This design comes from an exercise in tuning for small area on the open sky130 flow, not from production work. The RTL was checked by simulation tests, not by an equivalence proof against the original design.

==> flow/design.v (outline; a module is shown in full before it is edited, if it fits) <==
// module heddle_pixel: 3300 lines
// module hp_fa: 4 lines
// module hp_ha: 4 lines
module heddle_pixel (
    input  wire        clk,
    input  wire        rst,
    input  wire        in_valid,
    input  wire [15:0] in_x,
    input  wire [15:0] in_dark,
    input  wire [15:0] in_gain,
    input  wire [15:0] in_shade,
    input  wire [15:0] in_pg,
    input  wire [6:0]  in_lin,
    input  wire        in_rchk,
    input  wire [1:0]  in_range,
    input  wire [15:0] cfg_dig_hi,
    input  wire [15:0] cfg_dig_lo,
    input  wire [2:0]  cfg_format,
    input  wire [3:0]  cfg_rshift,
    input  wire [15:0] cfg_out_ofs,
    input  wire        cfg_range_force,
    output wire [17:0] lin_rd_addr,
    input  wire [15:0] lin_rd_p0,
    input  wire [15:0] lin_rd_p1,
    output reg         out_valid,
    output reg  [23:0] out_y3,
    output reg  [31:0] out_code,
    output reg  [1:0]  out_range,
    output reg         out_clip_gain,
    output reg         out_clip_pack
);
  // ...
==> flow/run.sh <==
#!/bin/bash
# synth_recipe.tcl (not shown) runs the flow's synth.tcl, then flattens the netlist and writes it again
# the make line also repeats each setting of config.mk as NAME=value (left out here)
make -C /OpenROAD-flow-scripts/flow DESIGN_CONFIG=/design/flow/config.mk WORK_HOME=/design/flow/orfs CLKGATE_MAP_FILE= SYNTH_SCRIPT=/design/flow/synth_recipe.tcl finish
==> flow/config.mk <==
export PLATFORM = sky130hd
export DESIGN_NAME = heddle_pixel
export DESIGN_NICKNAME = heddle_pixel
export VERILOG_FILES = /design/flow/design.v
export SDC_FILE = /design/flow/constraint.sdc
export NUM_CORES = 4
export LEC_CHECK = 0
export ABC_AREA = 1
export CAP_MARGIN = 20
export CORE_MARGIN = 2
export CORE_UTILIZATION = 40
export SLEW_MARGIN = 20
export SYNTH_HIERARCHICAL = 1
export SYNTH_MINIMUM_KEEP_SIZE = 0
==> flow/constraint.sdc <==
create_clock -name core_clock -period 13.0 [get_ports {clk}]
set_input_delay 2.6000 -clock core_clock [delete_from_list [all_inputs] [get_ports {clk}]]
set_output_delay 2.6000 -clock core_clock [all_outputs]
set_load 0.01 [all_outputs]
==> metrics.md, run 1 <==
| Metric | Value |
|---|---|
| Area grow syn2layout | 12.0% |
| CP dominant cell by count | fa_1 |
| Count of inserted antenna diode cells | 0 |
| Setup violations, final | 0 |
| Multiplexer share of the synthesized area | 0 |
| Worst setup margin | 439 ps |
| Tcrit/Tclk final | 0.966 |
| DP Area | 38000 sq um |
| Layout cells sized above 1 | 0.0542 |
| Share of the synthesized area in the top cell type | 0.348 |
| Dominant cell type by area after synthesis | fa_1 |
| Post-synth ARST share | 0 |
| Chip width | 298 um |
| Setup tns final | 0 ps |
| Total CTS buffers | 17 |
| Non-clk buf share | 0.0825 |
| Status | finished clean |
| Non-filler cells, final | 5186 |
| Combinational family with the most area after synthesis | adder cells |
| Worst Hold End | s3_ofs[12]$_DFF_P_ |
| Worst stage delay on the critical path | 520 ps |
| Io pins | 260 |
| Post-synth EDFFs | 0 |
| Fin. max-slew vios | 0 |
| Sequential cell area share | 0.100 |
| Max Cap Viol | 0 |
==> run 2, diff against run 1 <==
==> flow/flow/run.sh (new file) <==
#!/bin/bash
# The standard layout (the standard.sh, standard synthesis unchanged),
# with the port buffers that placement inserts made from buf_1 cells.
set -euo pipefail
bash standard.sh "BUFFER_PORTS_ARGS=-buffer_cell sky130_fd_sc_hd__buf_1" finish > standard.log 2>&1
==> flow/standard.sh (new file) <==
#!/bin/bash
# synth_recipe.tcl (not shown) runs the flow's synth.tcl, then flattens the netlist and writes it again
# the make line also repeats each setting of config.mk as NAME=value (left out here)
make -C /OpenROAD-flow-scripts/flow DESIGN_CONFIG=/design/flow/config.mk WORK_HOME=/design/flow/orfs CLKGATE_MAP_FILE= SYNTH_SCRIPT=/design/flow/synth_recipe.tcl "${@:-finish}"
removed: flow/run.sh
==> metrics.md, run 2 <==
| Metric | Value |
|---|---|
| Worst clock skew | 28.9 ps (was 23.8 ps) |
| Most common cell in the netlist | fa_1 (unchanged) |
| Reg clk slew, reported paths | 90 ps (was 80 ps) |
| Synth Instances | 3919 (unchanged) |
| Post-synth ARST share | 0 (unchanged) |
| Synth area leaders | fa_1, xor2_1, dfxtp_1 (unchanged) |
| Status | finished clean (unchanged) |
| Synth Flop Type | dfxtp_1 (unchanged) |
| Post-CTS setup repair buffer count | 0 (unchanged) |
| Reg2Reg Depth | 32 (unchanged) |
| CTS tree | done (unchanged) |
| Worst-Skew Late Latency | 530 ps (was 520 ps) |
| Final nets | 4965 (was 4974) |
| Startpoint type of the worst setup path | input pin (unchanged) |
| Max Cap Viol | 0 (unchanged) |
| Die area | 88800 sq um (unchanged) |
| Critical path's slowest cell | fa_1 (unchanged) |
| Total number of vias | 27676 (was 27766) |
| H-tree depth | 4 (unchanged) |
| Placed insts | 5145 (was 5154) |
| Most flops, register | s3_y3 (unchanged) |
| Slew headroom | 0.456 (was 0.446) |
| Filler Cell Count | 8628 (was 8389) |
| Setup tns final | 0 ps (unchanged) |
| Layout cells sized above 1 | 0.0511 (was 0.0542) |
| Std-Cell Rows | 107 (unchanged) |
| Iter 0 DRT Violations | 2090 (was 2208) |
| Clk root buf | clkbuf_16 (unchanged) |
| Critical path data required time | 10400 ps (about the same) |
| Hold Slack | 323 ps (was 320 ps) |
| Worst stage delay on the critical path | 540 ps (was 520 ps) |
| Final HPWL DP | 75.4 mm (was 75.7 mm) |
| Final Hold Violating Endpoints | 0 (unchanged) |
| Pin count of the biggest net entering global routing | 38 (unchanged) |
| I/O Buffers | 259 (unchanged) |
| Non-filler cells, final | 5177 (was 5186) |
| RSZ-0062 raised after global routing | false (unchanged) |
| Share of the synthesized area in the top cell type | 0.348 (unchanged) |
| Area grow syn2layout | 6.98% (was 12.0%) |
| Gr usage total | 0.220 (was 0.219) |
| Max reg flops | 24 (unchanged) |
| Fin. max-slew vios | 0 (unchanged) |
| Routed wire length | 95.6 mm (was 96.4 mm) |
| Setup violations, final | 0 (unchanged) |
| Clock Path Buffers | 2 (unchanged) |
| Total CTS buffers | 17 (unchanged) |
| Core Area | 85400 sq um (unchanged) |
| Post-synth EDFFs | 0 (unchanged) |
| Worst-Margin Slew | 814 ps (was 824 ps) |
| Initial antenna violation count | 1 (was 0) |
| Hold Path Class | flip-flop to flip-flop (unchanged) |
| TritonCTS Sinks | 194 (unchanged) |
| Commonest non-fill, non-tap cell in the layout | fa_1 (unchanged) |
| Yosys cell types | 62 (unchanged) |
| Synthesized area | 34600 sq um (unchanged) |
| Chip width | 298 um (unchanged) |
| Post_cts resized | 0 (was 1) |
| Die height | 298 um (unchanged) |
| Vias per inst | 5.35 (about the same) |
| CP cell instances | buf_1 > inv_1 > ha_1 > inv_1 > fa_1 > fa_1 > fa_1 > fa_1 > fa_1 > fa_1 > fa_1 > fa_1 > fa_1 > fa_1 > fa_1 > fa_1 > fa_1 > fa_1 > fa_1 > nand4_1 > o311ai_0 > inv_1 > buf_1 (was clkdlybuf4s50_1 > inv_1 > ha_1 > inv_1 > fa_1 > fa_1 > fa_1 > fa_2 > fa_2 > fa_1 > fa_1 > fa_1 > fa_1 > fa_1 > fa_1 > fa_1 > fa_2 > fa_1 > fa_1 > buf_4 > nand2_1 > inv_1 > clkdlybuf4s50_1) |
| Dominant cell type by area after synthesis | fa_1 (unchanged) |
| Final antenna-violating net count | 0 (unchanged) |
| Syn Area/Cell | 8.82 sq um (unchanged) |
| Routability-driven placement congestion ratio | 0.906 (was 0.897) |
| Yosys reg bits | 194 (unchanged) |
| CP dominant cell by count | fa_1 (unchanged) |
| Critical Path Sink Type | output port (unchanged) |
| Initial Util | 0.405 (unchanged) |
| Synthesized Nets | 4864 (unchanged) |
| Register area share after synthesis | 0.112 (unchanged) |
| Number of global-route vias before repair | 28571 (was 28533) |
| Final min period | 12380 ps (was 12560 ps) |
| Io pins | 260 (unchanged) |
| Tcrit/Tclk final | 0.953 (was 0.966) |
| WL/cell | 18.5 um (was 18.6 um) |
| Storage cell area | 3880 sq um (unchanged) |
| First-pass GRT wire length | 156 mm (about the same) |
| Yosys warns | 7 (unchanged) |
| Count of inserted antenna diode cells | 0 (unchanged) |
| Post-CTS Hold Buffers | 0 (unchanged) |
| Multi-input logic area | 27600 sq um (about the same) |
| # DRC | 0 (unchanged) |
| Worst-path maximum fanout | 3 (was 2) |
| Grt total ovfl | 0 (unchanged) |
| Crit path kind | input pin to output port (unchanged) |
| DRT Pass-1 Iters | 6 (unchanged) |
| Commonest non-fill, non-tap cells in the layout | fa_1, xor2_1, nand2_1 (unchanged) |
| Top post-synthesis cells by count | fa_1, xor2_1, nand2_1 (unchanged) |
| Maximum clock rate | 0.0807 GHz (was 0.0796 GHz) |
| Arr. time, crit path | 9780 ps (was 9960 ps) |
| Hold-critical path depth | 0 (unchanged) |
-- run 2: cell counts after synthesis --
Identical to the previous run, type by type.
-- run 2: path summary, 6_finish.rpt --
check / from / endpoint / slack, ps
setup / recovery: in_x[0] / lin_rd_addr[0] / 620
hold / removal: s2_rshift[1]$_DFF_P_ / s3_rshift[1]$_DFF_P_ / 320
setup reg to reg: s2_y2[3]$_DFF_P_ / s3_y3[1]$_DFF_P_ / 3380
hold reg to reg: s2_rshift[1]$_DFF_P_ / s3_rshift[1]$_DFF_P_ / 320
-- run 2: Yosys stat by module, one instance, submodules excluded --
module | area (sq um) | copies in the design
heddle_pixel | 23100 | 1
hp_fa | 20.0 | 551
hp_ha | 12.5 | 38
-- run 2: cell families (layout without fill, tap and decap cells) --
kind of cell,after synthesis,count (layout),synth area share
adders and majority gates,764,764,0.407
and+or+nand+nor,904,904,0.112
buffers and inverters,750,864,0.0888
xor gates and xnor gates,575,575,0.146
AOI/OAI and AO/OA,732,732,0.134
DFF,194,194,0.112
-- run 2: per-stage QoR --
step / cell area, sq um / worst slack [ps] / util
final: 37000 / 616 / 0.433
after global routing: 37000 / 280 / 0.433
after CTS: 37000 / 602 / 0.433
after detailed placement: 36300 / 606 / 0.425
after global placement: 36300 / 639 / 0.425
after floorplan: 34600 / 1280 / -
-- run 2: critical path: cells and delay by family --
family,cells,cell delay [ps]
compound gates,1,460
buf+inv,5,420
fa+ha+maj,16,6200
simple gates,1,100
-- run 2: layout make-up --
class,count,area share
multi-input combinational,2975,0.747
timing repair buffer,330,0.0407
sequential,194,0.105
clock inverter,15,0.00592
inverter,502,0.0512
tap,1144,0.0387
clock buffer,17,0.0115
-- run 2: layer usage --
layer | up-vias | wire, um | global-route usage
li1 | 12910 | - | -
met1 | 13548 | 41100 | 0.295
met2 | 1075 | 45500 | 0.364
met3 | 143 | 6360 | 0.0322
met4 | 0 | 2750 | 0.0715
met5 | - | 0 | 0

what the ideal ports hide:
The results above use ideal ports. As a check the final layouts listed here were re-extracted and re-timed, cells and wires unchanged. Step 1 (the two cells are an assumption about what drives the block):
set clk [get_ports {clk}]
set_driving_cell -lib_cell sky130_fd_sc_hd__clkbuf_16 $clk
set_driving_cell -lib_cell sky130_fd_sc_hd__buf_2 [delete_from_list [all_inputs] $clk]
Step 2 also shifts input and output timing later by t, the mid clock arrival at the registers, as if the neighbouring blocks saw the same clock. a / b / c = no drivers / after step 1 / after step 2; a / b = the first two.
run | t, ns | setup WS [ns] | hold WS [ns] | worst setup path after step 2 | pins driven straight from the clock port
run 1 | 0.564 | 0.439 / 0.417 / 0.417 | 0.320 / 0.320 / 0.320 | input to output | 1
run 2 | 0.577 | 0.616 / 0.592 / 0.592 | 0.323 / 0.323 / 0.323 | input to output | 1
After both steps every run listed still meets setup and hold. The setup slack of run 2, which loses most, moves by -0.024 ns with the drivers and by -0.024 ns with both steps.
